Background: an optimization exercise with open tools, aiming at small area, a short achievable clock period and few clock cycles. Do not read the settings as production practice. In this exercise RTL edits were held to simulation tests only and were not proved equivalent to the original. Power and IR drop assume default switching activity.

## flow/design.v

```verilog
module red_reduce (
    input  wire        clk,
    input  wire        rst,         
    input  wire        in_valid,
    output reg         in_ready,
    input  wire        in_first,    
    input  wire        in_last,     
    input  wire [7:0]  op,
    input  wire [23:0] p0,
    input  wire [23:0] p1,
    input  wire [23:0] a,
    input  wire        a_ok,
    input  wire [23:0] b,
    input  wire        b_ok,
    output reg         out_valid,
    output wire [23:0] r0,
    output wire [23:0] r1,
    output reg         r_ok,
    output reg         nsat,
    output reg         asat
);
    localparam [2:0] K_SUM   = 3'd0;
    localparam [2:0] K_MEAN  = 3'd1;
    localparam [2:0] K_MIN   = 3'd2;
    localparam [2:0] K_MAX   = 3'd3;
    localparam [2:0] K_COUNT = 3'd4;
    localparam [2:0] K_RMS   = 3'd6;
    localparam [2:0] K_DOT   = 3'd7;
    wire take = in_valid && in_ready && !rst;
    reg  [2:0]  kind_v;
    reg  [4:0]  sh_v;
    reg  [10:0] mv_v;
    wire [2:0]  e_kind = in_first ? op[2:0] : kind_v;
    wire        e_dot  = (e_kind == K_DOT);
    wire        e_rms  = (e_kind == K_RMS);
    reg         v1, f1, l1, u1;
    reg         mm1, mx1;     
    reg  [23:0] a1;
    reg  [11:0] bo1, bt1, bn1;    
    wire        e_mul = e_dot || e_rms;
    wire        e_gm  = a_ok && (b_ok || !e_dot) && e_mul;
    wire [23:0] e_y   = e_rms ? a : b;
    reg  [11:0] e_bo, e_bt, e_bn;
    reg         e_m1;
    integer     i;
    always @(*) begin
        for (i = 0; i < 12; i = i + 1) begin
            e_m1    = (i == 0) ? 1'b0 : e_y[2*i-1];
            e_bn[i] = e_gm & e_y[2*i+1];
            e_bo[i] = e_gm ? (e_y[2*i] ^ e_m1) : (i == 0) && a_ok && !e_mul;
            e_bt[i] = e_gm & ((e_y[2*i+1] & ~e_y[2*i] & ~e_m1) | (~e_y[2*i+1] & e_y[2*i] & e_m1));
        end
    end
    always @(posedge clk) begin
        v1 <= take;
        if (take && in_first) begin
            kind_v <= op[2:0];
            sh_v   <= p0[4:0];
            mv_v   <= (op[2:0] == K_SUM || op[2:0] == K_DOT) ? p1[10:0] : p0[10:0];
        end
        f1  <= in_first;
        l1  <= in_last;
        u1  <= a_ok && (b_ok || !e_dot);
        mm1 <= (e_kind == K_MIN) || (e_kind == K_MAX);
        mx1 <= (e_kind == K_MAX);
        a1  <= a;
        bo1 <= e_bo;
        bt1 <= e_bt;
        bn1 <= e_bn;
    end
    localparam [57:0] PB_NEG = 58'h3ff555556000000;    
    reg  [311:0] bu;              
    reg  [11:0]  nb;              
    reg  [24:0]  mag;
    reg  [25:0]  pp;
    always @(*) begin
        for (i = 0; i < 12; i = i + 1) begin
            mag   = bo1[i] ? {a1[23], a1} : bt1[i] ? {a1, 1'b0} : 25'd0;
            pp    = bn1[i] ? ~{mag[24], mag} : {mag[24], mag};
            bu[26*i +: 26] = {~pp[25], pp[24:0]};
            nb[i] = bn1[i];
        end
    end
    wire dt1 = bu[16] ^ bu[40];
    wire dt2 = bu[16] & bu[40];
    wire dt3 = bu[17] ^ bu[41];
    wire dt4 = bu[17] & bu[41];
    wire dt5 = bu[18] ^ bu[42] ^ bu[66];
    wire dt6 = (bu[18] & bu[42]) | (bu[18] & bu[66]) | (bu[42] & bu[66]);
    wire dt7 = bu[90] ^ bu[114];
    wire dt8 = bu[90] & bu[114];
    wire dt9 = bu[19] ^ bu[43] ^ bu[67];
    wire dt10 = (bu[19] & bu[43]) | (bu[19] & bu[67]) | (bu[43] & bu[67]);
    wire dt11 = bu[91] ^ bu[115];
    wire dt12 = bu[91] & bu[115];
    wire dt13 = bu[20] ^ bu[44] ^ bu[68];
    wire dt14 = (bu[20] & bu[44]) | (bu[20] & bu[68]) | (bu[44] & bu[68]);
    wire dt15 = bu[92] ^ bu[116] ^ bu[140];
    wire dt16 = (bu[92] & bu[116]) | (bu[92] & bu[140]) | (bu[116] & bu[140]);
    wire dt17 = bu[164] ^ bu[188];
    wire dt18 = bu[164] & bu[188];
    wire dt19 = bu[21] ^ bu[45] ^ bu[69];
    wire dt20 = (bu[21] & bu[45]) | (bu[21] & bu[69]) | (bu[45] & bu[69]);
    wire dt21 = bu[93] ^ bu[117] ^ bu[141];
    wire dt22 = (bu[93] & bu[117]) | (bu[93] & bu[141]) | (bu[117] & bu[141]);
    wire dt23 = bu[165] ^ bu[189];
    wire dt24 = bu[165] & bu[189];
    wire dt25 = bu[22] ^ bu[46] ^ bu[70];
    wire dt26 = (bu[22] & bu[46]) | (bu[22] & bu[70]) | (bu[46] & bu[70]);
    wire dt27 = bu[94] ^ bu[118] ^ bu[142];
    wire dt28 = (bu[94] & bu[118]) | (bu[94] & bu[142]) | (bu[118] & bu[142]);
    wire dt29 = bu[166] ^ bu[190] ^ bu[214];
    wire dt30 = (bu[166] & bu[190]) | (bu[166] & bu[214]) | (bu[190] & bu[214]);
    wire dt31 = bu[238] ^ bu[262];
    wire dt32 = bu[238] & bu[262];
    wire dt33 = bu[23] ^ bu[47] ^ bu[71];
    wire dt34 = (bu[23] & bu[47]) | (bu[23] & bu[71]) | (bu[47] & bu[71]);
    wire dt35 = bu[95] ^ bu[119] ^ bu[143];
    wire dt36 = (bu[95] & bu[119]) | (bu[95] & bu[143]) | (bu[119] & bu[143]);
    wire dt37 = bu[167] ^ bu[191] ^ bu[215];
    wire dt38 = (bu[167] & bu[191]) | (bu[167] & bu[215]) | (bu[191] & bu[215]);
    wire dt39 = bu[239] ^ bu[263];
    wire dt40 = bu[239] & bu[263];
    wire dt41 = bu[24] ^ bu[48] ^ bu[72];
    wire dt42 = (bu[24] & bu[48]) | (bu[24] & bu[72]) | (bu[48] & bu[72]);
    wire dt43 = bu[96] ^ bu[120] ^ bu[144];
    wire dt44 = (bu[96] & bu[120]) | (bu[96] & bu[144]) | (bu[120] & bu[144]);
    wire dt45 = bu[168] ^ bu[192] ^ bu[216];
    wire dt46 = (bu[168] & bu[192]) | (bu[168] & bu[216]) | (bu[192] & bu[216]);
    wire dt47 = bu[240] ^ bu[264];
    wire dt48 = bu[240] & bu[264];
    wire dt49 = bu[25] ^ bu[49] ^ bu[73];
    wire dt50 = (bu[25] & bu[49]) | (bu[25] & bu[73]) | (bu[49] & bu[73]);
    wire dt51 = bu[97] ^ bu[121] ^ bu[145];
    wire dt52 = (bu[97] & bu[121]) | (bu[97] & bu[145]) | (bu[121] & bu[145]);
    wire dt53 = bu[169] ^ bu[193] ^ bu[217];
    wire dt54 = (bu[169] & bu[193]) | (bu[169] & bu[217]) | (bu[193] & bu[217]);
    wire dt55 = bu[241] ^ bu[265];
    wire dt56 = bu[241] & bu[265];
    wire dt57 = bu[50] ^ bu[74] ^ bu[98];
    wire dt58 = (bu[50] & bu[74]) | (bu[50] & bu[98]) | (bu[74] & bu[98]);
    wire dt59 = bu[122] ^ bu[146] ^ bu[170];
    wire dt60 = (bu[122] & bu[146]) | (bu[122] & bu[170]) | (bu[146] & bu[170]);
    wire dt61 = bu[194] ^ bu[218] ^ bu[242];
    wire dt62 = (bu[194] & bu[218]) | (bu[194] & bu[242]) | (bu[218] & bu[242]);
    wire dt63 = bu[51] ^ bu[75] ^ bu[99];
    wire dt64 = (bu[51] & bu[75]) | (bu[51] & bu[99]) | (bu[75] & bu[99]);
    wire dt65 = bu[123] ^ bu[147] ^ bu[171];
    wire dt66 = (bu[123] & bu[147]) | (bu[123] & bu[171]) | (bu[147] & bu[171]);
    wire dt67 = bu[195] ^ bu[219];
    wire dt68 = bu[195] & bu[219];
    wire dt69 = bu[76] ^ bu[100] ^ bu[124];
    wire dt70 = (bu[76] & bu[100]) | (bu[76] & bu[124]) | (bu[100] & bu[124]);
    wire dt71 = bu[148] ^ bu[172] ^ bu[196];
    wire dt72 = (bu[148] & bu[172]) | (bu[148] & bu[196]) | (bu[172] & bu[196]);
    wire dt73 = bu[77] ^ bu[101] ^ bu[125];
    wire dt74 = (bu[77] & bu[101]) | (bu[77] & bu[125]) | (bu[101] & bu[125]);
    wire dt75 = bu[149] ^ bu[173];
    wire dt76 = bu[149] & bu[173];
    wire dt77 = bu[102] ^ bu[126] ^ bu[150];
    wire dt78 = (bu[102] & bu[126]) | (bu[102] & bu[150]) | (bu[126] & bu[150]);
    wire dt79 = bu[103] ^ bu[127];
    wire dt80 = bu[103] & bu[127];
    wire dt81 = bu[10] ^ bu[34];
    wire dt82 = bu[10] & bu[34];
    wire dt83 = bu[11] ^ bu[35];
    wire dt84 = bu[11] & bu[35];
    wire dt85 = bu[12] ^ bu[36] ^ bu[60];
    wire dt86 = (bu[12] & bu[36]) | (bu[12] & bu[60]) | (bu[36] & bu[60]);
    wire dt87 = bu[84] ^ bu[108];
    wire dt88 = bu[84] & bu[108];
    wire dt89 = bu[13] ^ bu[37] ^ bu[61];
    wire dt90 = (bu[13] & bu[37]) | (bu[13] & bu[61]) | (bu[37] & bu[61]);
    wire dt91 = bu[85] ^ bu[109];
    wire dt92 = bu[85] & bu[109];
    wire dt93 = bu[14] ^ bu[38] ^ bu[62];
    wire dt94 = (bu[14] & bu[38]) | (bu[14] & bu[62]) | (bu[38] & bu[62]);
    wire dt95 = bu[86] ^ bu[110] ^ bu[134];
    wire dt96 = (bu[86] & bu[110]) | (bu[86] & bu[134]) | (bu[110] & bu[134]);
    wire dt97 = bu[158] ^ bu[182];
    wire dt98 = bu[158] & bu[182];
    wire dt99 = bu[15] ^ bu[39] ^ bu[63];
    wire dt100 = (bu[15] & bu[39]) | (bu[15] & bu[63]) | (bu[39] & bu[63]);
    wire dt101 = bu[87] ^ bu[111] ^ bu[135];
    wire dt102 = (bu[87] & bu[111]) | (bu[87] & bu[135]) | (bu[111] & bu[135]);
    wire dt103 = bu[159] ^ bu[183];
    wire dt104 = bu[159] & bu[183];
    wire dt105 = bu[64] ^ bu[88] ^ bu[112];
    wire dt106 = (bu[64] & bu[88]) | (bu[64] & bu[112]) | (bu[88] & bu[112]);
    wire dt107 = bu[136] ^ bu[160] ^ bu[184];
    wire dt108 = (bu[136] & bu[160]) | (bu[136] & bu[184]) | (bu[160] & bu[184]);
    wire dt109 = bu[208] ^ nb[8] ^ dt1;
    wire dt110 = (bu[208] & nb[8]) | (bu[208] & dt1) | (nb[8] & dt1);
    wire dt111 = bu[65] ^ bu[89] ^ bu[113];
    wire dt112 = (bu[65] & bu[89]) | (bu[65] & bu[113]) | (bu[89] & bu[113]);
    wire dt113 = bu[137] ^ bu[161] ^ bu[185];
    wire dt114 = (bu[137] & bu[161]) | (bu[137] & bu[185]) | (bu[161] & bu[185]);
    wire dt115 = bu[209] ^ dt3 ^ dt2;
    wire dt116 = (bu[209] & dt3) | (bu[209] & dt2) | (dt3 & dt2);
    wire dt117 = bu[138] ^ bu[162] ^ bu[186];
    wire dt118 = (bu[138] & bu[162]) | (bu[138] & bu[186]) | (bu[162] & bu[186]);
    wire dt119 = bu[210] ^ bu[234] ^ nb[9];
    wire dt120 = (bu[210] & bu[234]) | (bu[210] & nb[9]) | (bu[234] & nb[9]);
    wire dt121 = dt5 ^ dt7 ^ dt4;
    wire dt122 = (dt5 & dt7) | (dt5 & dt4) | (dt7 & dt4);
    wire dt123 = bu[139] ^ bu[163] ^ bu[187];
    wire dt124 = (bu[139] & bu[163]) | (bu[139] & bu[187]) | (bu[163] & bu[187]);
    wire dt125 = bu[211] ^ bu[235] ^ dt9;
    wire dt126 = (bu[211] & bu[235]) | (bu[211] & dt9) | (bu[235] & dt9);
    wire dt127 = dt11 ^ dt6 ^ dt8;
    wire dt128 = (dt11 & dt6) | (dt11 & dt8) | (dt6 & dt8);
    wire dt129 = bu[212] ^ bu[236] ^ bu[260];
    wire dt130 = (bu[212] & bu[236]) | (bu[212] & bu[260]) | (bu[236] & bu[260]);
    wire dt131 = nb[10] ^ dt13 ^ dt15;
    wire dt132 = (nb[10] & dt13) | (nb[10] & dt15) | (dt13 & dt15);
    wire dt133 = dt17 ^ dt10 ^ dt12;
    wire dt134 = (dt17 & dt10) | (dt17 & dt12) | (dt10 & dt12);
    wire dt135 = bu[213] ^ bu[237] ^ bu[261];
    wire dt136 = (bu[213] & bu[237]) | (bu[213] & bu[261]) | (bu[237] & bu[261]);
    wire dt137 = dt19 ^ dt21 ^ dt23;
    wire dt138 = (dt19 & dt21) | (dt19 & dt23) | (dt21 & dt23);
    wire dt139 = dt14 ^ dt16 ^ dt18;
    wire dt140 = (dt14 & dt16) | (dt14 & dt18) | (dt16 & dt18);
    wire dt141 = bu[286] ^ nb[11] ^ dt25;
    wire dt142 = (bu[286] & nb[11]) | (bu[286] & dt25) | (nb[11] & dt25);
    wire dt143 = dt27 ^ dt29 ^ dt31;
    wire dt144 = (dt27 & dt29) | (dt27 & dt31) | (dt29 & dt31);
    wire dt145 = dt20 ^ dt22 ^ dt24;
    wire dt146 = (dt20 & dt22) | (dt20 & dt24) | (dt22 & dt24);
    wire dt147 = bu[287] ^ dt33 ^ dt35;
    wire dt148 = (bu[287] & dt33) | (bu[287] & dt35) | (dt33 & dt35);
    wire dt149 = dt37 ^ dt39 ^ dt26;
    wire dt150 = (dt37 & dt39) | (dt37 & dt26) | (dt39 & dt26);
    wire dt151 = dt28 ^ dt30 ^ dt32;
    wire dt152 = (dt28 & dt30) | (dt28 & dt32) | (dt30 & dt32);
    wire dt153 = bu[288] ^ dt41 ^ dt43;
    wire dt154 = (bu[288] & dt41) | (bu[288] & dt43) | (dt41 & dt43);
    wire dt155 = dt45 ^ dt47 ^ dt34;
    wire dt156 = (dt45 & dt47) | (dt45 & dt34) | (dt47 & dt34);
    wire dt157 = dt36 ^ dt38 ^ dt40;
    wire dt158 = (dt36 & dt38) | (dt36 & dt40) | (dt38 & dt40);
    wire dt159 = bu[289] ^ dt49 ^ dt51;
    wire dt160 = (bu[289] & dt49) | (bu[289] & dt51) | (dt49 & dt51);
    wire dt161 = dt53 ^ dt55 ^ dt42;
    wire dt162 = (dt53 & dt55) | (dt53 & dt42) | (dt55 & dt42);
    wire dt163 = dt44 ^ dt46 ^ dt48;
    wire dt164 = (dt44 & dt46) | (dt44 & dt48) | (dt46 & dt48);
    wire dt165 = bu[266] ^ bu[290] ^ dt57;
    wire dt166 = (bu[266] & bu[290]) | (bu[266] & dt57) | (bu[290] & dt57);
    wire dt167 = dt59 ^ dt61 ^ dt50;
    wire dt168 = (dt59 & dt61) | (dt59 & dt50) | (dt61 & dt50);
    wire dt169 = dt52 ^ dt54 ^ dt56;
    wire dt170 = (dt52 & dt54) | (dt52 & dt56) | (dt54 & dt56);
    wire dt171 = bu[243] ^ bu[267] ^ bu[291];
    wire dt172 = (bu[243] & bu[267]) | (bu[243] & bu[291]) | (bu[267] & bu[291]);
    wire dt173 = dt63 ^ dt65 ^ dt67;
    wire dt174 = (dt63 & dt65) | (dt63 & dt67) | (dt65 & dt67);
    wire dt175 = dt58 ^ dt60 ^ dt62;
    wire dt176 = (dt58 & dt60) | (dt58 & dt62) | (dt60 & dt62);
    wire dt177 = bu[220] ^ bu[244] ^ bu[268];
    wire dt178 = (bu[220] & bu[244]) | (bu[220] & bu[268]) | (bu[244] & bu[268]);
    wire dt179 = bu[292] ^ dt69 ^ dt71;
    wire dt180 = (bu[292] & dt69) | (bu[292] & dt71) | (dt69 & dt71);
    wire dt181 = dt64 ^ dt66 ^ dt68;
    wire dt182 = (dt64 & dt66) | (dt64 & dt68) | (dt66 & dt68);
    wire dt183 = bu[197] ^ bu[221] ^ bu[245];
    wire dt184 = (bu[197] & bu[221]) | (bu[197] & bu[245]) | (bu[221] & bu[245]);
    wire dt185 = bu[269] ^ bu[293] ^ dt73;
    wire dt186 = (bu[269] & bu[293]) | (bu[269] & dt73) | (bu[293] & dt73);
    wire dt187 = dt75 ^ dt70 ^ dt72;
    wire dt188 = (dt75 & dt70) | (dt75 & dt72) | (dt70 & dt72);
    wire dt189 = bu[174] ^ bu[198] ^ bu[222];
    wire dt190 = (bu[174] & bu[198]) | (bu[174] & bu[222]) | (bu[198] & bu[222]);
    wire dt191 = bu[246] ^ bu[270] ^ bu[294];
    wire dt192 = (bu[246] & bu[270]) | (bu[246] & bu[294]) | (bu[270] & bu[294]);
    wire dt193 = dt77 ^ dt74 ^ dt76;
    wire dt194 = (dt77 & dt74) | (dt77 & dt76) | (dt74 & dt76);
    wire dt195 = bu[151] ^ bu[175] ^ bu[199];
    wire dt196 = (bu[151] & bu[175]) | (bu[151] & bu[199]) | (bu[175] & bu[199]);
    wire dt197 = bu[223] ^ bu[247] ^ bu[271];
    wire dt198 = (bu[223] & bu[247]) | (bu[223] & bu[271]) | (bu[247] & bu[271]);
    wire dt199 = bu[295] ^ dt79 ^ dt78;
    wire dt200 = (bu[295] & dt79) | (bu[295] & dt78) | (dt79 & dt78);
    wire dt201 = bu[128] ^ bu[152] ^ bu[176];
    wire dt202 = (bu[128] & bu[152]) | (bu[128] & bu[176]) | (bu[152] & bu[176]);
    wire dt203 = bu[200] ^ bu[224] ^ bu[248];
    wire dt204 = (bu[200] & bu[224]) | (bu[200] & bu[248]) | (bu[224] & bu[248]);
    wire dt205 = bu[272] ^ bu[296] ^ dt80;
    wire dt206 = (bu[272] & bu[296]) | (bu[272] & dt80) | (bu[296] & dt80);
    wire dt207 = bu[129] ^ bu[153] ^ bu[177];
    wire dt208 = (bu[129] & bu[153]) | (bu[129] & bu[177]) | (bu[153] & bu[177]);
    wire dt209 = bu[201] ^ bu[225] ^ bu[249];
    wire dt210 = (bu[201] & bu[225]) | (bu[201] & bu[249]) | (bu[225] & bu[249]);
    wire dt211 = bu[273] ^ bu[297];
    wire dt212 = bu[273] & bu[297];
    wire dt213 = bu[154] ^ bu[178] ^ bu[202];
    wire dt214 = (bu[154] & bu[178]) | (bu[154] & bu[202]) | (bu[178] & bu[202]);
    wire dt215 = bu[226] ^ bu[250] ^ bu[274];
    wire dt216 = (bu[226] & bu[250]) | (bu[226] & bu[274]) | (bu[250] & bu[274]);
    wire dt217 = bu[155] ^ bu[179] ^ bu[203];
    wire dt218 = (bu[155] & bu[179]) | (bu[155] & bu[203]) | (bu[179] & bu[203]);
    wire dt219 = bu[227] ^ bu[251];
    wire dt220 = bu[227] & bu[251];
    wire dt221 = bu[180] ^ bu[204] ^ bu[228];
    wire dt222 = (bu[180] & bu[204]) | (bu[180] & bu[228]) | (bu[204] & bu[228]);
    wire dt223 = bu[181] ^ bu[205];
    wire dt224 = bu[181] & bu[205];
    wire dt225 = bu[6] ^ bu[30];
    wire dt226 = bu[6] & bu[30];
    wire dt227 = bu[7] ^ bu[31];
    wire dt228 = bu[7] & bu[31];
    wire dt229 = bu[8] ^ bu[32] ^ bu[56];
    wire dt230 = (bu[8] & bu[32]) | (bu[8] & bu[56]) | (bu[32] & bu[56]);
    wire dt231 = bu[80] ^ bu[104];
    wire dt232 = bu[80] & bu[104];
    wire dt233 = bu[9] ^ bu[33] ^ bu[57];
    wire dt234 = (bu[9] & bu[33]) | (bu[9] & bu[57]) | (bu[33] & bu[57]);
    wire dt235 = bu[81] ^ bu[105];
    wire dt236 = bu[81] & bu[105];
    wire dt237 = bu[58] ^ bu[82] ^ bu[106];
    wire dt238 = (bu[58] & bu[82]) | (bu[58] & bu[106]) | (bu[82] & bu[106]);
    wire dt239 = bu[130] ^ nb[5] ^ dt81;
    wire dt240 = (bu[130] & nb[5]) | (bu[130] & dt81) | (nb[5] & dt81);
    wire dt241 = bu[59] ^ bu[83] ^ bu[107];
    wire dt242 = (bu[59] & bu[83]) | (bu[59] & bu[107]) | (bu[83] & bu[107]);
    wire dt243 = bu[131] ^ dt83 ^ dt82;
    wire dt244 = (bu[131] & dt83) | (bu[131] & dt82) | (dt83 & dt82);
    wire dt245 = bu[132] ^ bu[156] ^ nb[6];
    wire dt246 = (bu[132] & bu[156]) | (bu[132] & nb[6]) | (bu[156] & nb[6]);
    wire dt247 = dt85 ^ dt87 ^ dt84;
    wire dt248 = (dt85 & dt87) | (dt85 & dt84) | (dt87 & dt84);
    wire dt249 = bu[133] ^ bu[157] ^ dt89;
    wire dt250 = (bu[133] & bu[157]) | (bu[133] & dt89) | (bu[157] & dt89);
    wire dt251 = dt91 ^ dt86 ^ dt88;
    wire dt252 = (dt91 & dt86) | (dt91 & dt88) | (dt86 & dt88);
    wire dt253 = nb[7] ^ dt93 ^ dt95;
    wire dt254 = (nb[7] & dt93) | (nb[7] & dt95) | (dt93 & dt95);
    wire dt255 = dt97 ^ dt90 ^ dt92;
    wire dt256 = (dt97 & dt90) | (dt97 & dt92) | (dt90 & dt92);
    wire dt257 = dt99 ^ dt101 ^ dt103;
    wire dt258 = (dt99 & dt101) | (dt99 & dt103) | (dt101 & dt103);
    wire dt259 = dt94 ^ dt96 ^ dt98;
    wire dt260 = (dt94 & dt96) | (dt94 & dt98) | (dt96 & dt98);
    wire dt261 = dt105 ^ dt107 ^ dt109;
    wire dt262 = (dt105 & dt107) | (dt105 & dt109) | (dt107 & dt109);
    wire dt263 = dt100 ^ dt102 ^ dt104;
    wire dt264 = (dt100 & dt102) | (dt100 & dt104) | (dt102 & dt104);
    wire dt265 = dt111 ^ dt113 ^ dt115;
    wire dt266 = (dt111 & dt113) | (dt111 & dt115) | (dt113 & dt115);
    wire dt267 = dt106 ^ dt108 ^ dt110;
    wire dt268 = (dt106 & dt108) | (dt106 & dt110) | (dt108 & dt110);
    wire dt269 = dt117 ^ dt119 ^ dt121;
    wire dt270 = (dt117 & dt119) | (dt117 & dt121) | (dt119 & dt121);
    wire dt271 = dt112 ^ dt114 ^ dt116;
    wire dt272 = (dt112 & dt114) | (dt112 & dt116) | (dt114 & dt116);
    wire dt273 = dt123 ^ dt125 ^ dt127;
    wire dt274 = (dt123 & dt125) | (dt123 & dt127) | (dt125 & dt127);
    wire dt275 = dt118 ^ dt120 ^ dt122;
    wire dt276 = (dt118 & dt120) | (dt118 & dt122) | (dt120 & dt122);
    wire dt277 = dt129 ^ dt131 ^ dt133;
    wire dt278 = (dt129 & dt131) | (dt129 & dt133) | (dt131 & dt133);
    wire dt279 = dt124 ^ dt126 ^ dt128;
    wire dt280 = (dt124 & dt126) | (dt124 & dt128) | (dt126 & dt128);
    wire dt281 = dt135 ^ dt137 ^ dt139;
    wire dt282 = (dt135 & dt137) | (dt135 & dt139) | (dt137 & dt139);
    wire dt283 = dt130 ^ dt132 ^ dt134;
    wire dt284 = (dt130 & dt132) | (dt130 & dt134) | (dt132 & dt134);
    wire dt285 = dt141 ^ dt143 ^ dt145;
    wire dt286 = (dt141 & dt143) | (dt141 & dt145) | (dt143 & dt145);
    wire dt287 = dt136 ^ dt138 ^ dt140;
    wire dt288 = (dt136 & dt138) | (dt136 & dt140) | (dt138 & dt140);
    wire dt289 = dt147 ^ dt149 ^ dt151;
    wire dt290 = (dt147 & dt149) | (dt147 & dt151) | (dt149 & dt151);
    wire dt291 = dt142 ^ dt144 ^ dt146;
    wire dt292 = (dt142 & dt144) | (dt142 & dt146) | (dt144 & dt146);
    wire dt293 = dt153 ^ dt155 ^ dt157;
    wire dt294 = (dt153 & dt155) | (dt153 & dt157) | (dt155 & dt157);
    wire dt295 = dt148 ^ dt150 ^ dt152;
    wire dt296 = (dt148 & dt150) | (dt148 & dt152) | (dt150 & dt152);
    wire dt297 = dt159 ^ dt161 ^ dt163;
    wire dt298 = (dt159 & dt161) | (dt159 & dt163) | (dt161 & dt163);
    wire dt299 = dt154 ^ dt156 ^ dt158;
    wire dt300 = (dt154 & dt156) | (dt154 & dt158) | (dt156 & dt158);
    wire dt301 = dt165 ^ dt167 ^ dt169;
    wire dt302 = (dt165 & dt167) | (dt165 & dt169) | (dt167 & dt169);
    wire dt303 = dt160 ^ dt162 ^ dt164;
    wire dt304 = (dt160 & dt162) | (dt160 & dt164) | (dt162 & dt164);
    wire dt305 = dt171 ^ dt173 ^ dt175;
    wire dt306 = (dt171 & dt173) | (dt171 & dt175) | (dt173 & dt175);
    wire dt307 = dt166 ^ dt168 ^ dt170;
    wire dt308 = (dt166 & dt168) | (dt166 & dt170) | (dt168 & dt170);
    wire dt309 = dt177 ^ dt179 ^ dt181;
    wire dt310 = (dt177 & dt179) | (dt177 & dt181) | (dt179 & dt181);
    wire dt311 = dt172 ^ dt174 ^ dt176;
    wire dt312 = (dt172 & dt174) | (dt172 & dt176) | (dt174 & dt176);
    wire dt313 = dt183 ^ dt185 ^ dt187;
    wire dt314 = (dt183 & dt185) | (dt183 & dt187) | (dt185 & dt187);
    wire dt315 = dt178 ^ dt180 ^ dt182;
    wire dt316 = (dt178 & dt180) | (dt178 & dt182) | (dt180 & dt182);
    wire dt317 = dt189 ^ dt191 ^ dt193;
    wire dt318 = (dt189 & dt191) | (dt189 & dt193) | (dt191 & dt193);
    wire dt319 = dt184 ^ dt186 ^ dt188;
    wire dt320 = (dt184 & dt186) | (dt184 & dt188) | (dt186 & dt188);
    wire dt321 = dt195 ^ dt197 ^ dt199;
    wire dt322 = (dt195 & dt197) | (dt195 & dt199) | (dt197 & dt199);
    wire dt323 = dt190 ^ dt192 ^ dt194;
    wire dt324 = (dt190 & dt192) | (dt190 & dt194) | (dt192 & dt194);
    wire dt325 = dt201 ^ dt203 ^ dt205;
    wire dt326 = (dt201 & dt203) | (dt201 & dt205) | (dt203 & dt205);
    wire dt327 = dt196 ^ dt198 ^ dt200;
    wire dt328 = (dt196 & dt198) | (dt196 & dt200) | (dt198 & dt200);
    wire dt329 = dt207 ^ dt209 ^ dt211;
    wire dt330 = (dt207 & dt209) | (dt207 & dt211) | (dt209 & dt211);
    wire dt331 = dt202 ^ dt204 ^ dt206;
    wire dt332 = (dt202 & dt204) | (dt202 & dt206) | (dt204 & dt206);
    wire dt333 = bu[298] ^ dt213 ^ dt215;
    wire dt334 = (bu[298] & dt213) | (bu[298] & dt215) | (dt213 & dt215);
    wire dt335 = dt208 ^ dt210 ^ dt212;
    wire dt336 = (dt208 & dt210) | (dt208 & dt212) | (dt210 & dt212);
    wire dt337 = bu[275] ^ bu[299] ^ dt217;
    wire dt338 = (bu[275] & bu[299]) | (bu[275] & dt217) | (bu[299] & dt217);
    wire dt339 = dt219 ^ dt214 ^ dt216;
    wire dt340 = (dt219 & dt214) | (dt219 & dt216) | (dt214 & dt216);
    wire dt341 = bu[252] ^ bu[276] ^ bu[300];
    wire dt342 = (bu[252] & bu[276]) | (bu[252] & bu[300]) | (bu[276] & bu[300]);
    wire dt343 = dt221 ^ dt218 ^ dt220;
    wire dt344 = (dt221 & dt218) | (dt221 & dt220) | (dt218 & dt220);
    wire dt345 = bu[229] ^ bu[253] ^ bu[277];
    wire dt346 = (bu[229] & bu[253]) | (bu[229] & bu[277]) | (bu[253] & bu[277]);
    wire dt347 = bu[301] ^ dt223 ^ dt222;
    wire dt348 = (bu[301] & dt223) | (bu[301] & dt222) | (dt223 & dt222);
    wire dt349 = bu[206] ^ bu[230] ^ bu[254];
    wire dt350 = (bu[206] & bu[230]) | (bu[206] & bu[254]) | (bu[230] & bu[254]);
    wire dt351 = bu[278] ^ bu[302] ^ dt224;
    wire dt352 = (bu[278] & bu[302]) | (bu[278] & dt224) | (bu[302] & dt224);
    wire dt353 = bu[207] ^ bu[231] ^ bu[255];
    wire dt354 = (bu[207] & bu[231]) | (bu[207] & bu[255]) | (bu[231] & bu[255]);
    wire dt355 = bu[279] ^ bu[303];
    wire dt356 = bu[279] & bu[303];
    wire dt357 = bu[232] ^ bu[256] ^ bu[280];
    wire dt358 = (bu[232] & bu[256]) | (bu[232] & bu[280]) | (bu[256] & bu[280]);
    wire dt359 = bu[233] ^ bu[257];
    wire dt360 = bu[233] & bu[257];
    wire dt361 = bu[4] ^ bu[28];
    wire dt362 = bu[4] & bu[28];
    wire dt363 = bu[5] ^ bu[29];
    wire dt364 = bu[5] & bu[29];
    wire dt365 = bu[54] ^ bu[78] ^ nb[3];
    wire dt366 = (bu[54] & bu[78]) | (bu[54] & nb[3]) | (bu[78] & nb[3]);
    wire dt367 = bu[55] ^ bu[79] ^ dt227;
    wire dt368 = (bu[55] & bu[79]) | (bu[55] & dt227) | (bu[79] & dt227);
    wire dt369 = nb[4] ^ dt229 ^ dt231;
    wire dt370 = (nb[4] & dt229) | (nb[4] & dt231) | (dt229 & dt231);
    wire dt371 = dt233 ^ dt235 ^ dt230;
    wire dt372 = (dt233 & dt235) | (dt233 & dt230) | (dt235 & dt230);
    wire dt373 = dt237 ^ dt239 ^ dt234;
    wire dt374 = (dt237 & dt239) | (dt237 & dt234) | (dt239 & dt234);
    wire dt375 = dt241 ^ dt243 ^ dt238;
    wire dt376 = (dt241 & dt243) | (dt241 & dt238) | (dt243 & dt238);
    wire dt377 = dt245 ^ dt247 ^ dt242;
    wire dt378 = (dt245 & dt247) | (dt245 & dt242) | (dt247 & dt242);
    wire dt379 = dt249 ^ dt251 ^ dt246;
    wire dt380 = (dt249 & dt251) | (dt249 & dt246) | (dt251 & dt246);
    wire dt381 = dt253 ^ dt255 ^ dt250;
    wire dt382 = (dt253 & dt255) | (dt253 & dt250) | (dt255 & dt250);
    wire dt383 = dt257 ^ dt259 ^ dt254;
    wire dt384 = (dt257 & dt259) | (dt257 & dt254) | (dt259 & dt254);
    wire dt385 = dt261 ^ dt263 ^ dt258;
    wire dt386 = (dt261 & dt263) | (dt261 & dt258) | (dt263 & dt258);
    wire dt387 = dt265 ^ dt267 ^ dt262;
    wire dt388 = (dt265 & dt267) | (dt265 & dt262) | (dt267 & dt262);
    wire dt389 = dt269 ^ dt271 ^ dt266;
    wire dt390 = (dt269 & dt271) | (dt269 & dt266) | (dt271 & dt266);
    wire dt391 = dt273 ^ dt275 ^ dt270;
    wire dt392 = (dt273 & dt275) | (dt273 & dt270) | (dt275 & dt270);
    wire dt393 = dt277 ^ dt279 ^ dt274;
    wire dt394 = (dt277 & dt279) | (dt277 & dt274) | (dt279 & dt274);
    wire dt395 = dt281 ^ dt283 ^ dt278;
    wire dt396 = (dt281 & dt283) | (dt281 & dt278) | (dt283 & dt278);
    wire dt397 = dt285 ^ dt287 ^ dt282;
    wire dt398 = (dt285 & dt287) | (dt285 & dt282) | (dt287 & dt282);
    wire dt399 = dt289 ^ dt291 ^ dt286;
    wire dt400 = (dt289 & dt291) | (dt289 & dt286) | (dt291 & dt286);
    wire dt401 = dt293 ^ dt295 ^ dt290;
    wire dt402 = (dt293 & dt295) | (dt293 & dt290) | (dt295 & dt290);
    wire dt403 = dt297 ^ dt299 ^ dt294;
    wire dt404 = (dt297 & dt299) | (dt297 & dt294) | (dt299 & dt294);
    wire dt405 = dt301 ^ dt303 ^ dt298;
    wire dt406 = (dt301 & dt303) | (dt301 & dt298) | (dt303 & dt298);
    wire dt407 = dt305 ^ dt307 ^ dt302;
    wire dt408 = (dt305 & dt307) | (dt305 & dt302) | (dt307 & dt302);
    wire dt409 = dt309 ^ dt311 ^ dt306;
    wire dt410 = (dt309 & dt311) | (dt309 & dt306) | (dt311 & dt306);
    wire dt411 = dt313 ^ dt315 ^ dt310;
    wire dt412 = (dt313 & dt315) | (dt313 & dt310) | (dt315 & dt310);
    wire dt413 = dt317 ^ dt319 ^ dt314;
    wire dt414 = (dt317 & dt319) | (dt317 & dt314) | (dt319 & dt314);
    wire dt415 = dt321 ^ dt323 ^ dt318;
    wire dt416 = (dt321 & dt323) | (dt321 & dt318) | (dt323 & dt318);
    wire dt417 = dt325 ^ dt327 ^ dt322;
    wire dt418 = (dt325 & dt327) | (dt325 & dt322) | (dt327 & dt322);
    wire dt419 = dt329 ^ dt331 ^ dt326;
    wire dt420 = (dt329 & dt331) | (dt329 & dt326) | (dt331 & dt326);
    wire dt421 = dt333 ^ dt335 ^ dt330;
    wire dt422 = (dt333 & dt335) | (dt333 & dt330) | (dt335 & dt330);
    wire dt423 = dt337 ^ dt339 ^ dt334;
    wire dt424 = (dt337 & dt339) | (dt337 & dt334) | (dt339 & dt334);
    wire dt425 = dt341 ^ dt343 ^ dt338;
    wire dt426 = (dt341 & dt343) | (dt341 & dt338) | (dt343 & dt338);
    wire dt427 = dt345 ^ dt347 ^ dt342;
    wire dt428 = (dt345 & dt347) | (dt345 & dt342) | (dt347 & dt342);
    wire dt429 = dt349 ^ dt351 ^ dt346;
    wire dt430 = (dt349 & dt351) | (dt349 & dt346) | (dt351 & dt346);
    wire dt431 = dt353 ^ dt355 ^ dt350;
    wire dt432 = (dt353 & dt355) | (dt353 & dt350) | (dt355 & dt350);
    wire dt433 = bu[304] ^ dt357 ^ dt354;
    wire dt434 = (bu[304] & dt357) | (bu[304] & dt354) | (dt357 & dt354);
    wire dt435 = bu[281] ^ bu[305] ^ dt359;
    wire dt436 = (bu[281] & bu[305]) | (bu[281] & dt359) | (bu[305] & dt359);
    wire dt437 = bu[258] ^ bu[282] ^ bu[306];
    wire dt438 = (bu[258] & bu[282]) | (bu[258] & bu[306]) | (bu[282] & bu[306]);
    wire dt439 = bu[259] ^ bu[283];
    wire dt440 = bu[259] & bu[283];
    wire dt441 = bu[2] ^ bu[26];
    wire dt442 = bu[2] & bu[26];
    wire dt443 = bu[3] ^ bu[27];
    wire dt444 = bu[3] & bu[27];
    wire dt445 = bu[52] ^ nb[2] ^ dt361;
    wire dt446 = (bu[52] & nb[2]) | (bu[52] & dt361) | (nb[2] & dt361);
    wire dt447 = bu[53] ^ dt363 ^ dt362;
    wire dt448 = (bu[53] & dt363) | (bu[53] & dt362) | (dt363 & dt362);
    wire dt449 = dt225 ^ dt365 ^ dt364;
    wire dt450 = (dt225 & dt365) | (dt225 & dt364) | (dt365 & dt364);
    wire dt451 = dt226 ^ dt367 ^ dt366;
    wire dt452 = (dt226 & dt367) | (dt226 & dt366) | (dt367 & dt366);
    wire dt453 = dt228 ^ dt369 ^ dt368;
    wire dt454 = (dt228 & dt369) | (dt228 & dt368) | (dt369 & dt368);
    wire dt455 = dt232 ^ dt371 ^ dt370;
    wire dt456 = (dt232 & dt371) | (dt232 & dt370) | (dt371 & dt370);
    wire dt457 = dt236 ^ dt373 ^ dt372;
    wire dt458 = (dt236 & dt373) | (dt236 & dt372) | (dt373 & dt372);
    wire dt459 = dt240 ^ dt375 ^ dt374;
    wire dt460 = (dt240 & dt375) | (dt240 & dt374) | (dt375 & dt374);
    wire dt461 = dt244 ^ dt377 ^ dt376;
    wire dt462 = (dt244 & dt377) | (dt244 & dt376) | (dt377 & dt376);
    wire dt463 = dt248 ^ dt379 ^ dt378;
    wire dt464 = (dt248 & dt379) | (dt248 & dt378) | (dt379 & dt378);
    wire dt465 = dt252 ^ dt381 ^ dt380;
    wire dt466 = (dt252 & dt381) | (dt252 & dt380) | (dt381 & dt380);
    wire dt467 = dt256 ^ dt383 ^ dt382;
    wire dt468 = (dt256 & dt383) | (dt256 & dt382) | (dt383 & dt382);
    wire dt469 = dt260 ^ dt385 ^ dt384;
    wire dt470 = (dt260 & dt385) | (dt260 & dt384) | (dt385 & dt384);
    wire dt471 = dt264 ^ dt387 ^ dt386;
    wire dt472 = (dt264 & dt387) | (dt264 & dt386) | (dt387 & dt386);
    wire dt473 = dt268 ^ dt389 ^ dt388;
    wire dt474 = (dt268 & dt389) | (dt268 & dt388) | (dt389 & dt388);
    wire dt475 = dt272 ^ dt391 ^ dt390;
    wire dt476 = (dt272 & dt391) | (dt272 & dt390) | (dt391 & dt390);
    wire dt477 = dt276 ^ dt393 ^ dt392;
    wire dt478 = (dt276 & dt393) | (dt276 & dt392) | (dt393 & dt392);
    wire dt479 = dt280 ^ dt395 ^ dt394;
    wire dt480 = (dt280 & dt395) | (dt280 & dt394) | (dt395 & dt394);
    wire dt481 = dt284 ^ dt397 ^ dt396;
    wire dt482 = (dt284 & dt397) | (dt284 & dt396) | (dt397 & dt396);
    wire dt483 = dt288 ^ dt399 ^ dt398;
    wire dt484 = (dt288 & dt399) | (dt288 & dt398) | (dt399 & dt398);
    wire dt485 = dt292 ^ dt401 ^ dt400;
    wire dt486 = (dt292 & dt401) | (dt292 & dt400) | (dt401 & dt400);
    wire dt487 = dt296 ^ dt403 ^ dt402;
    wire dt488 = (dt296 & dt403) | (dt296 & dt402) | (dt403 & dt402);
    wire dt489 = dt300 ^ dt405 ^ dt404;
    wire dt490 = (dt300 & dt405) | (dt300 & dt404) | (dt405 & dt404);
    wire dt491 = dt304 ^ dt407 ^ dt406;
    wire dt492 = (dt304 & dt407) | (dt304 & dt406) | (dt407 & dt406);
    wire dt493 = dt308 ^ dt409 ^ dt408;
    wire dt494 = (dt308 & dt409) | (dt308 & dt408) | (dt409 & dt408);
    wire dt495 = dt312 ^ dt411 ^ dt410;
    wire dt496 = (dt312 & dt411) | (dt312 & dt410) | (dt411 & dt410);
    wire dt497 = dt316 ^ dt413 ^ dt412;
    wire dt498 = (dt316 & dt413) | (dt316 & dt412) | (dt413 & dt412);
    wire dt499 = dt320 ^ dt415 ^ dt414;
    wire dt500 = (dt320 & dt415) | (dt320 & dt414) | (dt415 & dt414);
    wire dt501 = dt324 ^ dt417 ^ dt416;
    wire dt502 = (dt324 & dt417) | (dt324 & dt416) | (dt417 & dt416);
    wire dt503 = dt328 ^ dt419 ^ dt418;
    wire dt504 = (dt328 & dt419) | (dt328 & dt418) | (dt419 & dt418);
    wire dt505 = dt332 ^ dt421 ^ dt420;
    wire dt506 = (dt332 & dt421) | (dt332 & dt420) | (dt421 & dt420);
    wire dt507 = dt336 ^ dt423 ^ dt422;
    wire dt508 = (dt336 & dt423) | (dt336 & dt422) | (dt423 & dt422);
    wire dt509 = dt340 ^ dt425 ^ dt424;
    wire dt510 = (dt340 & dt425) | (dt340 & dt424) | (dt425 & dt424);
    wire dt511 = dt344 ^ dt427 ^ dt426;
    wire dt512 = (dt344 & dt427) | (dt344 & dt426) | (dt427 & dt426);
    wire dt513 = dt348 ^ dt429 ^ dt428;
    wire dt514 = (dt348 & dt429) | (dt348 & dt428) | (dt429 & dt428);
    wire dt515 = dt352 ^ dt431 ^ dt430;
    wire dt516 = (dt352 & dt431) | (dt352 & dt430) | (dt431 & dt430);
    wire dt517 = dt356 ^ dt433 ^ dt432;
    wire dt518 = (dt356 & dt433) | (dt356 & dt432) | (dt433 & dt432);
    wire dt519 = dt358 ^ dt435 ^ dt434;
    wire dt520 = (dt358 & dt435) | (dt358 & dt434) | (dt435 & dt434);
    wire dt521 = dt360 ^ dt437 ^ dt436;
    wire dt522 = (dt360 & dt437) | (dt360 & dt436) | (dt437 & dt436);
    wire dt523 = bu[307] ^ dt439 ^ dt438;
    wire dt524 = (bu[307] & dt439) | (bu[307] & dt438) | (dt439 & dt438);
    wire dt525 = bu[284] ^ bu[308] ^ dt440;
    wire dt526 = (bu[284] & bu[308]) | (bu[284] & dt440) | (bu[308] & dt440);
    wire dt527 = bu[285] ^ bu[309];
    wire dt528 = bu[285] & bu[309];
    wire [47:0] mt_s = {bu[311], bu[310], dt527, dt525, dt523, dt521, dt519, dt517, dt515, dt513, dt511, dt509, dt507, dt505, dt503, dt501, dt499, dt497, dt495, dt493, dt491, dt489, dt487, dt485, dt483, dt481, dt479, dt477, dt475, dt473, dt471, dt469, dt467, dt465, dt463, dt461, dt459, dt457, dt455, dt453, dt451, dt449, dt447, dt445, dt443, nb[1], bu[1], bu[0]};
    wire [47:0] mt_c = {1'b0, dt528, dt526, dt524, dt522, dt520, dt518, dt516, dt514, dt512, dt510, dt508, dt506, dt504, dt502, dt500, dt498, dt496, dt494, dt492, dt490, dt488, dt486, dt484, dt482, dt480, dt478, dt476, dt474, dt472, dt470, dt468, dt466, dt464, dt462, dt460, dt458, dt456, dt454, dt452, dt450, dt448, dt446, dt444, dt442, dt441, 1'b0, nb[0]};
    reg         v2, f2, l2, u2, mm2, mx2;
    reg  [47:0] ps, pc;           
    reg  [23:0] am;               
    always @(posedge clk) begin
        v2  <= v1 && !rst;
        f2  <= f1;
        l2  <= l1;
        u2  <= u1;
        mm2 <= mm1;
        mx2 <= mx1;
        ps  <= mt_s;
        pc  <= mt_c;
        am  <= a1;
    end
    reg  signed [57:0] acc;       
    reg  [10:0] cnt;              
    reg  [9:0]  idx;              
    reg  [2:0]  ka;
    reg  [4:0]  sha;
    reg  [10:0] mva;
    reg         full;             
    wire [10:0] cnt_base = f2 ? 11'd0 : cnt;
    wire [9:0]  idx_base = f2 ? 10'd0 : idx;
    wire [57:0] acc_base = f2 ? 58'd0 : acc;
    wire signed [23:0] pa   = am;
    wire signed [23:0] best = acc[23:0];
    wire        better = mx2 ? (pa > best) : (pa < best);
    wire [57:0] acc_sum = acc_base + {10'd0, ps} + {10'd0, pc} + PB_NEG;
    always @(posedge clk) begin
        if (v2) begin
            idx <= idx_base + 10'd1;
            cnt <= cnt_base + {10'd0, u2};
            if (f2) begin
                ka  <= kind_v;
                sha <= sh_v;
                mva <= mv_v;
            end
            if (mm2) begin
                if (u2 && (cnt_base == 11'd0 || better))
                    acc <= {24'd0, idx_base, pa};
            end else begin
                acc <= acc_sum;
            end
        end
    end
    localparam [2:0] P_RUP  = 3'd0;    
    localparam [2:0] P_SHR  = 3'd1;    
    localparam [2:0] P_DIV  = 3'd2;
    localparam [2:0] P_RND  = 3'd3;    
    localparam [2:0] P_SQL  = 3'd4;    
    localparam [2:0] P_ROOT = 3'd5;
    localparam [2:0] P_NRW  = 3'd6;    
    localparam [2:0] P_OUT  = 3'd7;
    reg  [2:0]  ph;
    reg  [2:0]  fk;               
    reg  [47:0] W;                
    reg  [9:0]  R;                
    reg  [10:0] C;                
    reg  [25:0] X;                
    reg  [23:0] Y;                
    reg  [4:0]  fi;               
    reg         sq_en;            
    reg         neg;              
    reg  [6:0]  frem;             
    reg  [1:0]  pend;             
    assign r0 = W[23:0];
    assign r1 = {14'd0, W[33:24]};
    wire cap = full && (frem <= 7'd1);
    wire        minv_met = cnt >= ((mva == 11'd0) ? 11'd1 : mva);
    wire        acc_ovf  = !((&acc[57:47]) || !(|acc[57:47]));
    wire [47:0] acc_sat  = acc_ovf ? (acc[57] ? 48'h8000_0000_0000 : 48'h7FFF_FFFF_FFFF) : acc[47:0];
    wire [33:0] acc_abs  = acc[57] ? (34'd0 - acc[33:0]) : acc[33:0];
    wire [4:0]  nshift   = {2'd0, sha[4:2]} + {3'd0, sha[1:0]};    
    reg  [6:0]  F_cyc;
    always @(*) begin
        F_cyc = 7'd1;
        if (minv_met || ka == K_COUNT)
            case (ka)
                K_SUM, K_DOT: F_cyc = {2'd0, nshift} + 7'd2;
                K_MEAN:       F_cyc = 7'd14;
                K_RMS:        F_cyc = 7'd28;
                default:      F_cyc = 7'd1;
            endcase
    end
    reg  [9:0]  dv_r;
    reg  [47:0] dv_w;
    reg  [10:0] dv_t;
    reg  [11:0] dv_d;
    integer     j;
    always @(*) begin
        dv_r = R;
        dv_w = W;
        for (j = 0; j < 2; j = j + 1) begin
            dv_t = {dv_r, dv_w[47]};
            dv_d = {1'b0, dv_t} - {1'b0, C};
            dv_w = {dv_w[46:0], !dv_d[11]};
            dv_r = dv_d[11] ? dv_t[9:0] : dv_d[9:0];
        end
    end
    wire [11:0] rnd_d  = {1'b0, R, 1'b0} - {1'b0, C} - {11'd0, !W[0]};
    wire        div_up = !rnd_d[11];
    wire [27:0] sq_t = {X, W[1:0]};
    wire [28:0] sq_d = {1'b0, sq_t} - {3'd0, Y, 2'b01};
    wire [25:0] sq_r = sq_d[28] ? sq_t[25:0] : sq_d[25:0];
    wire [23:0] sq_y = {Y[22:0], !sq_d[28]};
    wire [26:0] rt_d  = {1'b0, X} - {3'd0, Y} - {26'd0, !neg};
    wire        rt_up = !rt_d[26];
    wire        sh4    = X[4:2] != 3'd0;
    wire [47:0] shr_w  = sh4 ? {{4{W[47]}}, W[47:4]} : {W[47], W[47:1]};
    wire        shr_g  = sh4 ? W[3] : W[0];
    wire        shr_s  = X[6] | X[5] | (sh4 ? (|W[2:0]) : 1'b0);
    wire [4:0]  shr_c  = X[4:0] - (sh4 ? 5'd4 : 5'd1);
    wire        n_rnd  = X[5] && (X[6] || W[0]);
    wire        q_in   = (&W[47:23]) || !(|W[47:23]);
    wire        n_hi   = !W[47] && (!q_in || (n_rnd && (&W[22:0])));
    wire        n_lo   = W[47] && !q_in && !(n_rnd && (&W[47:24]) && !W[23] && (&W[22:0]));
    reg  [23:0] inc_a;
    reg         inc_b;
    always @(*) begin
        case (ph)
            P_RND:   begin
                inc_a = neg ? ~W[23:0] : W[23:0];
                inc_b = neg ? !div_up : div_up;
            end
            P_ROOT:  begin inc_a = Y;        inc_b = neg; end
            default: begin inc_a = W[23:0];  inc_b = n_rnd; end
        endcase
    end
    wire [24:0] inc = {1'b0, inc_a} + {24'd0, inc_b};
    wire [1:0] pend_n = pend + {1'b0, take && in_last} - {1'b0, cap};
    reg  [6:0] frem_n;
    always @(*) begin
        if (cap)              frem_n = F_cyc;
        else if (frem != 0)   frem_n = frem - 7'd1;
        else                  frem_n = 7'd0;
    end
    always @(posedge clk) begin
        if (rst) begin
            full      <= 1'b0;
            pend      <= 2'd0;
            frem      <= 7'd0;
            ph        <= P_OUT;
            out_valid <= 1'b0;
            in_ready  <= 1'b1;
        end else begin
            pend      <= pend_n;
            frem      <= frem_n;
            in_ready  <= !((pend_n >= 2'd2) || (pend_n == 2'd1 && frem_n > 7'd3) ||
                           (take && in_first && in_last));
            out_valid <= (frem_n == 7'd1);
            if (v2 && l2)
                full <= 1'b1;
            else if (cap)
                full <= 1'b0;
            if (cap)
                ph <= (ka == K_COUNT || !minv_met) ? P_OUT :
                      (ka == K_SUM || ka == K_DOT) ? ((sha == 5'd0) ? P_NRW : P_SHR) :
                      (ka == K_MEAN || ka == K_RMS) ? P_DIV : P_OUT;
            else
                case (ph)
                    P_SHR:  if (shr_c == 5'd0) ph <= P_NRW;
                    P_DIV:  if (fi == 5'd0) ph <= (fk == K_MEAN) ? P_RND : P_SQL;
                    P_SQL:  ph <= P_RUP;
                    P_RUP:  ph <= P_ROOT;
                    P_NRW, P_RND, P_ROOT: ph <= P_OUT;
                    default: ;
                endcase
        end
    end
    always @(posedge clk) begin
        if (cap) begin
            fk    <= ka;
            sq_en <= 1'b0;
            r_ok  <= 1'b0;
            nsat  <= 1'b0;
            asat  <= 1'b0;
            W     <= 48'd0;
            if (ka == K_COUNT) begin
                W    <= {37'd0, cnt};
                r_ok <= 1'b1;
            end else if (minv_met) begin
                case (ka)
                    K_MIN, K_MAX: begin
                        W    <= {14'd0, acc[33:0]};
                        r_ok <= 1'b1;
                    end
                    K_SUM, K_DOT: begin
                        W    <= acc_sat;
                        asat <= acc_ovf;
                        X    <= {19'd0, 2'b00, sha};
                    end
                    K_MEAN: begin
                        neg  <= acc[57];
                        W    <= {acc_abs[23:0], 24'd0};
                        R    <= acc_abs[33:24];
                        C    <= cnt;
                        fi   <= 5'd11;
                    end
                    default: begin    
                        W    <= acc[47:0];
                        R    <= acc[57:48];
                        C    <= cnt;
                        X    <= 26'd0;
                        Y    <= 24'd0;
                        fi   <= 5'd23;
                    end
                endcase
            end
        end else begin
            case (ph)
                P_SHR: begin
                    W <= shr_w;
                    X <= {19'd0, shr_s, shr_g, shr_c};
                end
                P_NRW: begin
                    r_ok <= 1'b1;
                    nsat <= n_hi || n_lo;
                    W    <= {24'd0, n_hi ? 24'h7FFFFF : n_lo ? 24'h800000 : inc[23:0]};
                end
                P_DIV: begin
                    W     <= dv_w;
                    R     <= dv_r;
                    fi    <= fi - 5'd1;
                    sq_en <= 1'b1;
                    if (sq_en) begin
                        X <= sq_r;
                        Y <= sq_y;
                    end
                end
                P_SQL: begin
                    X   <= sq_r;
                    Y   <= sq_y;
                    neg <= div_up;
                end
                P_RND: begin
                    r_ok <= 1'b1;
                    W    <= {24'd0, inc[23:0]};
                end
                P_RUP: neg <= rt_up;
                P_ROOT: begin
                    r_ok <= 1'b1;
                    if (inc[24] || inc[23]) begin
                        W    <= {24'd0, 24'h7FFFFF};
                        nsat <= 1'b1;
                    end else begin
                        W    <= {24'd0, inc[23:0]};
                    end
                end
                default: ;
            endcase
        end
    end
endmodule
```

## flow/flow/run.sh

```bash
#!/bin/bash
# Standard layout, with repair_timing aiming for extra setup slack so that the
# achieved period shrinks, and port buffers of an ordinary buffer cell; the
# constraints (SDC, clock period) are the design's.
set -euo pipefail
bash standard.sh "BUFFER_PORTS_ARGS=-buffer_cell sky130_fd_sc_hd__buf_4" SETUP_SLACK_MARGIN=9.5 finish > orfs_make.log 2>&1
```

## flow/standard.sh

```bash
#!/bin/bash
# synth_recipe.tcl (not shown) runs the flow's synth.tcl, then flattens the netlist and writes it again
# the make line also repeats each setting of config.mk as NAME=value (left out here)
make -C /OpenROAD-flow-scripts/flow DESIGN_CONFIG=/design/flow/config.mk WORK_HOME=/design/flow/orfs CLKGATE_MAP_FILE= SYNTH_SCRIPT=/design/flow/synth_recipe.tcl "${@:-finish}"
```

## flow/config.mk

```make
export PLATFORM = sky130hd
export DESIGN_NAME = red_reduce
export DESIGN_NICKNAME = red_reduce
export VERILOG_FILES = /design/flow/design.v
export SDC_FILE = /design/flow/constraint.sdc
export NUM_CORES = 4
export LEC_CHECK = 0
export CAP_MARGIN = 20
export CORE_MARGIN = 2
export CORE_UTILIZATION = 40
export SLEW_MARGIN = 20
```

## flow/constraint.sdc

```tcl
create_clock -name core_clock -period 14.0 [get_ports {clk}]
set_input_delay 2.8000 -clock core_clock [delete_from_list [all_inputs] [get_ports {clk}]]
set_output_delay 2.8000 -clock core_clock [all_outputs]
set_load 0.01 [all_outputs]
```

==> notes.md, run 1 <==
outcome=complete, no violations; Die Y=328 um; Slew headroom=0.354; post-synthesis cell type count=95; largest family of logic cells by synthesized area=adder cells; DR iter-0 viols=2983; worst slew pin tran=0.970 ns; unrepaired setup endpoints after global routing=true; PwrDens=154 nW/um^2; most area-consuming cells after synthesis=edfxtp_1 18%, fa_1 13%, dfxtp_1 9.9%, ha_1 9.4%, xnor2_1 5.1%; vias in the first global route=33600; clock power share=0.210; CTS Buffer Depth=3; worst hold slack=0.327 ns; FF-to-FF End=W[15]; antenna violations before repair=3; Hold Path Class=flip-flop to flip-flop; most frequent cells in the layout=536 x nand2_1, 489 x inv_1, 321 x o21ai_0; CP Class=flip-flop to flip-flop; wire per inst=20.6 um; Worst R2R Path Depth=21; CTS tree=done; sequential power share=0.271; Net Sw Power=3.03 mW; final wirelength=127 mm; multi-input combinational cell area=27900 um^2; period utilisation layout=0.351; Crit path max-delay family=compound AO/OA/AOI/OAI gates; port buffer count=118; Lkg Pwr=19.6 nW; Synth top area share=0.177; Final Skew=0.0309 ns; placed cell areas=43900 um^2; placer congestion estimate=0.904; CTS root buf=clkbuf_16; Core ar.=104000 um^2; hold path depth=0; H-tree levels=2; DR vias=34000; mux share of post-synthesis cell area=0.0137; peak supply drop=0.0889 mV; Simple-Gate Fraction of Synth Area=0.136; Hold-fix buffers, CTS=0; Final nets=5442; fraction of registers with async set/reset=0; total power draw=7.28 mW; Via density=5.51; MaxCap Viol Count=0; internal reg-to-reg setup slack=9.08 ns; Synth Area in Compound Gates=0.170; Post-Syn Area=41900 um^2; drt pass-1 iters=6; Post-synth EDFFs=247; Synth Register Bits=454; clock latency (worst-skew pair)=0.64 ns; CP startpoint kind=flip-flop; Reg clk slew, reported paths=0.06 ns; Filler cells=10100; initial core utilization=0.404; post-route ant nets=0; final critical-path required period=4.92 ns; worst path arrival time=5.30 ns; WHS Endpoint=mm2; Mean Syn Cell Area=8.85 um^2; Ys Warns=1; Setup crit end kind=flip-flop; num ports=164; area of the die=107000 um^2; TritonCTS buffer count=56; Worst path slowest cell=edfxtp_1; worst path cell trace=ha_4 > inv_2 > ha_4 > a21o_1 > a21o_1 > a21oi_2 > o21ai_2 > o41a_1 > xnor3_1 > o221a_2 > o22ai_2 > ha_2 > nand2_2 > a2bb2oi_4 > nor4_4 > nand2_2 > or3_4 > o211ai_4 > nand2_4 > a221oi_2 > o21ai_1; cell count after synthesis=4736; DP HPWL=88.5 mm; CP max stage delay=0.47 ns; commonest non-fill, non-tap cell in the layout=nand2_1; largest net degree at the start of global routing=60; Post-Synth XOR/XNOR Area=0.101; CTS Sinks=454; sequential element share of the synthesized area=0.276; Final setup viols=0; Fin. Hold Viols=0; Congestion Overflow GR=0; Comb pwr share=0.519; Die X=328 um; first-pass GRT wire length=197 mm; Syn-to-layout area delta=12.6%; sw frac=0.417; Post-synth top flop=edfxtp_1; number of remaining DRC errors=0; critical path depth in cells=21; adder-cell share of the synthesized area=0.224; ratio of cells with drive above 1 in the final layout=0.121; worst-path fanout max=5; Max Freq=203 MHz; setup_tns=0 ns; Synth area leader=edfxtp_1; buffers and inverters on the worst path=1; Worst Path Required=14.38 ns; final instance area=47200 um^2; Reg area=11600 um^2; Internal=4.25 mW; Final Max Slew Viols=0; worst r2r src=R[2]; Total GRT Usage=0.232; DP Cell Count=6001; Rows=118; Post-Layout Cell Count=6172; worst min-delay path startpoint=mm1
## metrics by stage
step	util	worst slack [ns]
2_1_floorplan	-	9.40
6_report	0.455	9.08
4_1_cts	0.451	9.08
5_1_grt	0.455	8.91
3_3_place_gp	0.423	8.38
3_5_place_dp	0.423	8.38
## worst max-delay path by stage
| stage | from | end | slack, ns |
|---|---|---|---|
| final | R[2] | W[15] | 9.08 |
| after global routing | W[0] | W[15] | 8.91 |
| after CTS | R[2] | W[15] | 9.08 |
| after detailed placement | W[0] | W[11] | 8.38 |
| after global placement | W[0] | W[0] | 8.38 |
| after floorplan | W[0] | W[0] | 9.40 |
## per-layer routing
layer | global-route usage | wire [um] | vias up
li1 | - | - | 16100
met1 | 0.312 | 54900 | 16300
met2 | 0.379 | 58100 | 1287
met3 | 0.0330 | 8530 | 281
met4 | 0.0898 | 5290 | 2
met5 | 0 | 13 | -
## what timing repair did
item | CTS | global route
pin swaps | 50 | 24
gates resized for setup | 111 | 57
hold endpoints to repair | 0 | 0
endpoints found under the setup margin | 93 | 67
gates cloned | 1 | 2
buffers inserted | 38 | 24
## kinds of logic (layout without fill, tap and decap cells)
| group | Yosys count | count (layout) |
|---|---|---|
| compound gates | 1096 | 1096 |
| xor+xnor | 480 | 480 |
| flops | 454 | 454 |
| mux | 54 | 54 |
| buf+inv | 839 | 880 |
| fa+ha+maj | 587 | 587 |
| other cells | 1 | 15 |
| simple gates | 1225 | 1226 |
## cells in the mapped netlist, types with 76 or more instances
cell	instances
nand2_1	542
inv_1	505
o21ai_0	333
ha_1	314
fa_1	273
nor2_1	250
edfxtp_1	247
xnor2_1	245
clkbuf_1	236
xor2_1	234
a21oi_1	216
dfxtp_1	207
a22oi_1	186
nor3_1	76
## power groups by stage
stage / sequential (mW) / combinational, mW / clock, mW
finish: 1.98 / 3.78 / 1.53
global route: 2.00 / 4.25 / 1.60
CTS: 1.98 / 3.68 / 1.56
detailed placement: 2.02 / 3.47 / 0
global placement: 2.01 / 3.43 / 0
floorplan: 1.91 / 2.68 / 0
## flip-flops by register name, indices dropped and copies added (netlist names), 12 cells and up
signal and flops:
X 26, am 24, pc 46, W 48, a1 24, ps 48, bo1 12, acc 58
bt1 12, bn1 12, Y 24
## layout make-up
type,count,share of cell area
Antenna cell,1,0.0000530
Clock buffer,80,0.0357
Inverter,506,0.0403
Timing Repair Buffer,269,0.0454
Multi-Input combinational cell,3457,0.591
Clock inverter,25,0.00549
Sequential cell,454,0.245
Tap cell,1380,0.0366
Testbench counts, summed over its fixed seeds: cycles 42,254.
==> run 2, diff against run 1 <==
==> flow/flow/run.sh (replaced) <==
#!/bin/bash
# Standard layout, with repair_timing aiming for extra setup slack so that the
# achieved period shrinks, and port buffers of an ordinary buffer cell; the
# constraints (SDC, clock period) are the design's.
set -euo pipefail
bash standard.sh "BUFFER_PORTS_ARGS=-buffer_cell sky130_fd_sc_hd__buf_4" SETUP_SLACK_MARGIN=9 finish > orfs_make.log 2>&1
==> run 2 against run 1 <==
  * Final cell count fell by 0.76%
  * Non-clock buffer count decreased by 42
  * Synthesized area unchanged
  * Total power down 3.6%
  * Count of clock-buffer cells in the layout down 11
  * Critical path depth is 3 higher
  * Largest power group unchanged
==> notes.md, run 2 <==
antenna violations before repair=1 (-2); Congestion Overflow GR=0 (unchanged); outcome=complete, no violations; CP Class=flip-flop to flip-flop; internal reg-to-reg setup slack=9.03 ns (-0.05 ns); worst-path fanout max=5 (unchanged); MaxCap Viol Count=0 (unchanged); final wirelength=124 mm (-2.3%); Rows=118 (unchanged); Setup crit end kind=flip-flop; cell count after synthesis=4736 (unchanged); DR vias=33500 (-1.5%); worst r2r src=W[0]; Final setup viols=0 (unchanged); Hold-fix buffers, CTS=0 (unchanged); CP startpoint kind=flip-flop; Post-synth EDFFs=247 (unchanged); FF-to-FF End=W[14]; Post-synth top flop=edfxtp_1; CTS root buf=clkbuf_16; Fin. Hold Viols=0 (unchanged); post-synthesis cell type count=95 (unchanged); Synth area leader=edfxtp_1; Max Freq=201 MHz (-1.0%); Largest regs=acc (58), W (48), ps (48); setup_tns=0 ns (unchanged); Top reg by flops=acc; post-route ant nets=0 (unchanged); Lkg Pwr=19.3 nW (-1.6%); DP HPWL=88.0 mm (-0.50%); most frequent cells in the layout=538 x nand2_1, 498 x inv_1, 325 x o21ai_0; worst path arrival time=5.35 ns (+0.05 ns); number of remaining DRC errors=0 (unchanged); peak supply drop=0.131 mV (+47%); DR iter-0 viols=2674 (-10%); initial core utilization=0.404 (unchanged); Via density=5.46 (-0.77%); Ys Warns=1 (unchanged); period utilisation layout=0.355 (+0.00359); area of the die=107000 um^2 (unchanged); Final nets=5398 (-0.81%); sequential element share of the synthesized area=0.276 (unchanged); drt pass-1 iters=6 (unchanged); commonest non-fill, non-tap cell in the layout=nand2_1; Synth Register Bits=454 (unchanged); GRT busiest layer=met2; CTS Sinks=454 (unchanged); H-tree levels=2 (unchanged); largest net degree at the start of global routing=80 (+33%); most area-consuming cells after synthesis=edfxtp_1 18%, fa_1 13%, dfxtp_1 9.9%, ha_1 9.4%, xnor2_1 5.1%; PwrDens=152 nW/um^2 (-1.4%); port buffer count=118 (unchanged); hold path depth=0 (unchanged); Syn-to-layout area delta=10.1%; num ports=164 (unchanged); Final Skew=0.0350 ns (+0.00417 ns); GR Util met3=0.0362 (+0.00320); max reg flops=58 (unchanged); Post-synth top cells=542 x nand2_1, 505 x inv_1, 333 x o21ai_0, 314 x ha_1, 273 x fa_1; first-pass GRT wire length=193 mm (-2.1%); Die X=328 um (unchanged); WHS Endpoint=mm2; Total GRT Usage=0.228 (-0.00418); worst min-delay path startpoint=mm1; Slew headroom=0.204 (-0.150); Reg clk slew, reported paths=0.06 ns (about the same); most common cell in the netlist=nand2_1; antenna cell count=0 (-1); TritonCTS buffer count=54 (-3.6%); CTS Buffer Depth=3 (unchanged); final critical-path required period=4.97 ns (+0.0502 ns); Worst R2R Path Depth=24 (+14%); clock latency (worst-skew pair)=0.65 ns (about the same); worst slew pin tran=1.19 ns (+0.222 ns); unrepaired setup endpoints after global routing=true; ratio of cells with drive above 1 in the final layout=0.0955 (-0.0254); met2 Usage GRT=0.375 (-0.00349); Final Max Slew Viols=0 (unchanged); Die Y=328 um (unchanged); Post-Syn Area=41900 um^2 (unchanged); wire per inst=20.2 um (-1.6%); Hold Path Class=flip-flop to flip-flop; CTS tree=done; Mean Syn Cell Area=8.85 um^2 (unchanged); fraction of registers with async set/reset=0 (unchanged); vias in the first global route=33400 (-0.77%); total power draw=7.02 mW (-3.6%); placer congestion estimate=0.888 (-1.7%); GR met1 Demand/Resource=0.303 (-0.00940); Synth top area share=0.177 (unchanged); Worst Path Required=14.38 ns (about the same); Core ar.=104000 um^2 (unchanged)
## run 2: area by class of cell
class | instances | area (um^2)
Sequential cell | 454 | 11600
Timing Repair Buffer | 227 | 1720
Clock inverter | 32 | 325
Inverter | 506 | 1900
Tap cell | 1380 | 1730
Clock buffer | 69 | 1490
Multi-Input combinational cell | 3457 | 27400
Fill cell | 10200 | 57500
## run 2: per-stage QoR
stage / hold slack (ns) / instances / utilization / setup WS, ns / cell area (um^2)
6_report: 0.325 / 6125 / 0.445 / 9.03 / 46100
5_1_grt: 0.338 / 6125 / 0.445 / 8.81 / 46100
4_1_cts: 0.327 / 6119 / 0.443 / 8.98 / 45900
3_5_place_dp: 0.314 / 6003 / 0.423 / 8.00 / 43800
3_3_place_gp: 0.311 / 6003 / 0.423 / 8.03 / 43800
2_1_floorplan: 0.310 / 4749 / - / 9.20 / 42000
## run 2: worst max path at each step
stage	from	to	slack [ns]	cells past startpoint
detailed placement	W[0]	W[11]	8.00	23
CTS	f2	acc[56]	8.98	15
finish	W[0]	W[14]	9.03	24
global route	W[0]	W[14]	8.81	24
floorplan	W[0]	W[0]	9.20	23
global placement	W[0]	W[11]	8.03	23
## run 2: repair_timing
action,CTS,global route
gates resized for setup,37,32
pin swaps,15,18
setup endpoints to repair,39,45
gates cloned,1,0
setup buffers,14,6
## run 2: kinds of logic after synthesis
| logic type | count (synthesis) | synth area share |
|---|---|---|
| adder cells (fa/ha/maj) | 587 | 0.224 |
| buffers and inverters | 839 | 0.0803 |
| AND/OR/NAND/NOR | 1225 | 0.136 |
| multiplexers | 54 | 0.0137 |
| other | 1 | 0.0000895 |
| flip-flops | 454 | 0.276 |
| XOR/XNOR | 480 | 0.101 |
| AO/OA/AOI/OAI | 1096 | 0.170 |
## run 2: worst max-delay path, stage by stage (launching register included)
cell and delay [ns]:
edfxtp_1 0.40, inv_2 0.12, nor2_2 0.05, ha_1 0.26, nand2_1 0.06, nand3b_1 0.09, a21o_1 0.20, a21o_1 0.17
a21oi_2 0.19, o21ai_2 0.07, o41a_1 0.39, xnor3_1 0.21, o221a_2 0.24, o22ai_2 0.09, ha_2 0.23, nand2_2 0.08
a2bb2oi_4 0.18, nor4_4 0.23, buf_4 0.19, nand2_4 0.06, or3_4 0.40, o211ai_4 0.27, nand2_4 0.14, a221oi_4 0.27
o21ai_1 0.11
## run 2: layer usage
metal / vias to the layer above / routed length, um
met1: 16000 / 53500
li1: 16000 / -
met4: 0 / 4550
met3: 246 / 8570
met2: 1213 / 57200
met5: - / 0
## run 2: power by group
group	total [mW]	switching, mW	internal (mW)	leakage [nW]
sequential	1.98	0.233	1.75	3.97
clock	1.45	0.608	0.844	0.888
combinational	3.59	2.11	1.48	14.4

==> separate check: timing with driven ports <==
Ports are ideal in the flow. The routed layouts listed here were re-timed in OpenROAD. Step 1, drivers: a clkbuf_16 drives clk and a buf_2 each remaining input, both assumed. Step 2 adds t to the input delays and takes it off the output delays; t is the mean of the earliest and latest rising clock arrival at the registers after step 1. Input paths then give back, and output paths get back, about the clock's delay inside the block. Three values: ideal ports, drivers, drivers and shift; two values: the first two.
| run | shift t [ns] | slack for setup (ns) | worst setup path at the end |
|---|---|---|---|
| run 1 | 0.688 | 9.079 / 9.079 / 9.020 | input to register |
| run 2 | 0.695 | 9.029 / 9.029 / 8.670 | input to register |
After both steps setup and hold are still met in every run listed. The setup slack of run 2, which loses most, moves by 0.000 ns with the drivers and by -0.359 ns with both steps.
